What follows belongs to an exercise in optimizing a design on an open flow for small area and a short achievable clock period; a production flow would make more cautious choices. The RTL was checked by simulation tests, not by an equivalence proof against the original design. The clock port is modelled as an ideal driver, which makes a skipped or thinned clock tree look cheaper than it is; a real chip needs a root buffer or a tree.

==> 10-15 <==
// chk_unit
module chk_unit (
    input  wire        clk,
    input  wire        rst,
    input  wire        in_valid,
    input  wire        in_first,
    input  wire        in_last,
    input  wire [2:0]  in_code,
    input  wire [63:0] in_data,
    input  wire [3:0]  in_nbytes,
    input  wire [2:0]  in_tail,
    output wire        out_valid,
    output wire [31:0] out_value
);
    reg [63:0] d_r;
    reg        fn_r;            
    reg        hold_r;          
    reg        nl_r, last_r;    
    reg [5:0]  p_r;             
    reg [2:0]  code_q;          
    reg        refl_q, refln_q;  
    reg [2:0]  pn_r;            
    reg [2:0]  nbm_r, tm_r;     
    reg [4:0]  pg_r;            
    wire       take_in = in_valid & in_first & ~rst;
    wire       refl_in = (in_code == 3'd2) | (in_code == 3'd3) | (in_code == 3'd5);
    wire [5:0] p_in = in_last ? {3'd0 - in_nbytes[2:0], 3'd0 - in_tail} : 6'd0;
    wire [4:0] pg_in;
    assign pg_in[0] = take_in & ((in_code == 3'd5));
    assign pg_in[1] = take_in & ((in_code == 3'd1) | (in_code == 3'd3) | (in_code == 3'd5));
  ...
Settings: LEC_CHECK=0, CAP_MARGIN=20, CORE_MARGIN=4, CORE_UTILIZATION=60, GPL_TIMING_DRIVEN=0, SLEW_MARGIN=20, SYNTH_HIERARCHICAL=1; clock period 40.0 ns.
standard.sh (not shown) runs the stock make flow with config.mk's settings and CLKGATE_MAP_FILE= SYNTH_SCRIPT=/design/flow/synth_recipe.tcl, a recipe that flattens the netlist after the stock synthesis.
==> flow/flow/run.sh <==
#!/bin/bash
# Standard synthesis and placement (port buffers of buf_1 cells), then
# flow/cts.tcl: a one-level clock tree, buf_2 output port buffers and
# dfxtp_2 for the flip-flops behind them; then the standard routing and finish.
set -euo pipefail
export BUFFER_PORTS_ARGS="-buffer_cell sky130_fd_sc_hd__buf_1"
bash standard.sh synth > synth.log 2>&1
bash standard.sh place > place.log 2>&1
RES=$PWD/orfs/results/sky130hd/chk_unit/base
RES=$RES CTS_CELL=sky130_fd_sc_hd__clkbuf_8 CTS_NBUF=4 CTS_SUB=2 CTS_SUB_CELL=sky130_fd_sc_hd__clkbuf_16 OUT_BUF_CELL=sky130_fd_sc_hd__buf_2 OUT_FF_CELL=sky130_fd_sc_hd__dfxtp_2 openroad -no_init -exit flow/cts.tcl > cts.log 2>&1
cp $RES/4_1_cts.odb $RES/4_cts.odb
bash standard.sh > layout.log 2>&1
Other scripts of this flow, unchanged in this note and not shown: flow/flow/cts.tcl
==> inputs of 08-03, as changes to 10-15 <==
--- a/flow/flow/run.sh
+++ b/flow/flow/run.sh
@@ -2,3 +2,3 @@
 # Standard synthesis and placement (port buffers of buf_1 cells), then
-# flow/cts.tcl: a one-level clock tree, buf_2 output port buffers and
+# flow/cts.tcl: a two-level clock tree, buf_2 output port buffers and
 # dfxtp_2 for the flip-flops behind them; then the standard routing and finish.
CORE_UTILIZATION = 45   (was 60)
==> comparison table <==
metric                                                       08-03      10-15
Latest clock arrival within the worst-skew pair            0.29 ns    0.28 ns
Worst hold slack                                          0.638 ns   0.584 ns
Slew headroom                                                17.9%      9.16%
Initial core utilization                                     45.7%      61.6%
Number of iterations in the first detailed-routing pass          9         20
Detailed placer's ending HPWL                             54900 µm   49800 µm
Result of the run                         timing/DRC/antenna clean  timing/DRC/antenna clean
Die Outline Area                                         34100 µm²  26000 µm²
Global-route track usage on met1                             50.7%      59.0%
Logic depth of the worst register-to-register path              26         23
Final Cycle Share                                            23.1%      22.8%
No run of this note takes its clock network from TritonCTS; it comes from the design's own scripts or RTL.

---

==> run C <==
Another version of the RTL of chk_unit (not shown whole).
// chk_unit
module chk_unit (
    input  wire        clk,
    input  wire        rst,
    input  wire        in_valid,
    input  wire        in_first,
    input  wire        in_last,
    input  wire [2:0]  in_code,
    input  wire [63:0] in_data,
    input  wire [3:0]  in_nbytes,
    input  wire [2:0]  in_tail,
    output wire        out_valid,
    output wire [31:0] out_value
);
export LEC_CHECK = 0
export CAP_MARGIN = 0
export CORE_MARGIN = 2
export CORE_UTILIZATION = 65
export GPL_TIMING_DRIVEN = 0
export SLEW_MARGIN = 0
export SYNTH_HIERARCHICAL = 1
create_clock -name core_clock -period 40.0 [get_ports {clk}]
==> flow/flow/run.sh <==
#!/bin/bash
# Standard synthesis and placement (port buffers of buf_1 cells), then
# flow/cts.tcl: a one-level clock tree, buf_2 output port buffers and
# dfxtp_2 for the flip-flops behind them; then the standard routing and finish.
set -euo pipefail
export BUFFER_PORTS_ARGS="-buffer_cell sky130_fd_sc_hd__buf_1"
bash standard.sh synth > synth.log 2>&1
bash standard.sh place > place.log 2>&1
RES=$PWD/orfs/results/sky130hd/chk_unit/base
RES=$RES CTS_NBUF=4 CTS_CELL=sky130_fd_sc_hd__clkbuf_16 OUT_BUF_CELL=sky130_fd_sc_hd__buf_2 OUT_FF_CELL=sky130_fd_sc_hd__dfxtp_2 openroad -no_init -exit flow/cts.tcl > cts.log 2>&1
cp $RES/4_1_cts.odb $RES/4_cts.odb
bash standard.sh > layout.log 2>&1
Other scripts of this flow, unchanged in this note and not shown: flow/flow/cts.tcl
==> run X: changes against run C <==
--- a/flow/config.mk
+++ b/flow/config.mk
@@ -6,8 +6,8 @@
 export NUM_CORES = 8
 export LEC_CHECK = 0
-export CAP_MARGIN = 0
-export CORE_MARGIN = 2
-export CORE_UTILIZATION = 65
+export CAP_MARGIN = 20
+export CORE_MARGIN = 4
+export CORE_UTILIZATION = 60
 export GPL_TIMING_DRIVEN = 0
-export SLEW_MARGIN = 0
+export SLEW_MARGIN = 20
 export SYNTH_HIERARCHICAL = 1
==> run E: changes against run C <==
--- a/flow/config.mk
+++ b/flow/config.mk
@@ -6,8 +6,8 @@
 export NUM_CORES = 8
 export LEC_CHECK = 0
-export CAP_MARGIN = 0
+export CAP_MARGIN = 20
 export CORE_MARGIN = 2
-export CORE_UTILIZATION = 65
+export CORE_UTILIZATION = 40
 export GPL_TIMING_DRIVEN = 0
-export SLEW_MARGIN = 0
+export SLEW_MARGIN = 20
 export SYNTH_HIERARCHICAL = 1
==> comparison table <==
Status: run X complete, no violations; run E complete, no violations; run C complete, but fails checks
Reasons for failing layout checks: run X -; run E -; run C capacitance limit, slew limit
Vias/cell: run X 7.01; run E 6.27; run C 7.14
Buf/Inv on CP: run X 3; run E 5; run C 3
Via count of the routed design: run X 14,900; run E 14,500; run C 15,100
Max layer used: run X met5; run E met4; run C met5
Multi-input gate area in the final layout: run X 11,300 µm²; run E 11,400 µm²; run C 11,200 µm²
Highest cell delay on the worst timing path: run X 910 ps; run E 900 ps; run C 1240 ps
Vias in the first global route: run X 13,900; run E 13,500; run C 13,500
Fin worst setup slack: run X 30,670 ps; run E 30,590 ps; run C 29,850 ps
Die extent in x: run X 160 µm; run E 190 µm; run C 150 µm
Period Utilization, post-route: run X 0.233; run E 0.235; run C 0.254
Core area: run X 22,700 µm²; run E 34,400 µm²; run C 21,000 µm²
Data required time at the worst endpoint: run X 40,040 ps; run E 40,070 ps; run C 40,080 ps
No run of this note takes its clock network from TritonCTS; it comes from the design's own scripts or RTL.

## static timing again, ports no longer ideal
How much do the figures lean on ideal ports? The routed layouts below were timed once more, with nothing changed but the port constraints.
Step 1 assumes that a clkbuf_16 drives the clock port and a buf_2 every other input.
Step 2 also shifts input and output timing later by t, the mid clock arrival at the registers, as if the neighbouring blocks saw the same clock.
Three values: ideal, step 1, step 2; two values: the first two.
run | t (ns) | setup WS [ns] | latest minus earliest clock arrival (ns)
10-15 | 0.360 | 30.872 / 30.872 / 30.872 | 0.016 / 0.016
08-03 | 0.370 | 30.756 / 30.756 / 30.756 | 0.027 / 0.027
run C | 0.294 | 29.851 / 29.851 / 29.851 | 0.028 / 0.028
run X | 0.297 | 30.667 / 30.667 / 30.667 | 0.014 / 0.014
run E | 0.265 | 30.590 / 30.589 / 30.589 | 0.028 / 0.028
The setup slack of run E, which loses most, moves by -0.001 ns with the drivers and by -0.001 ns with both steps.
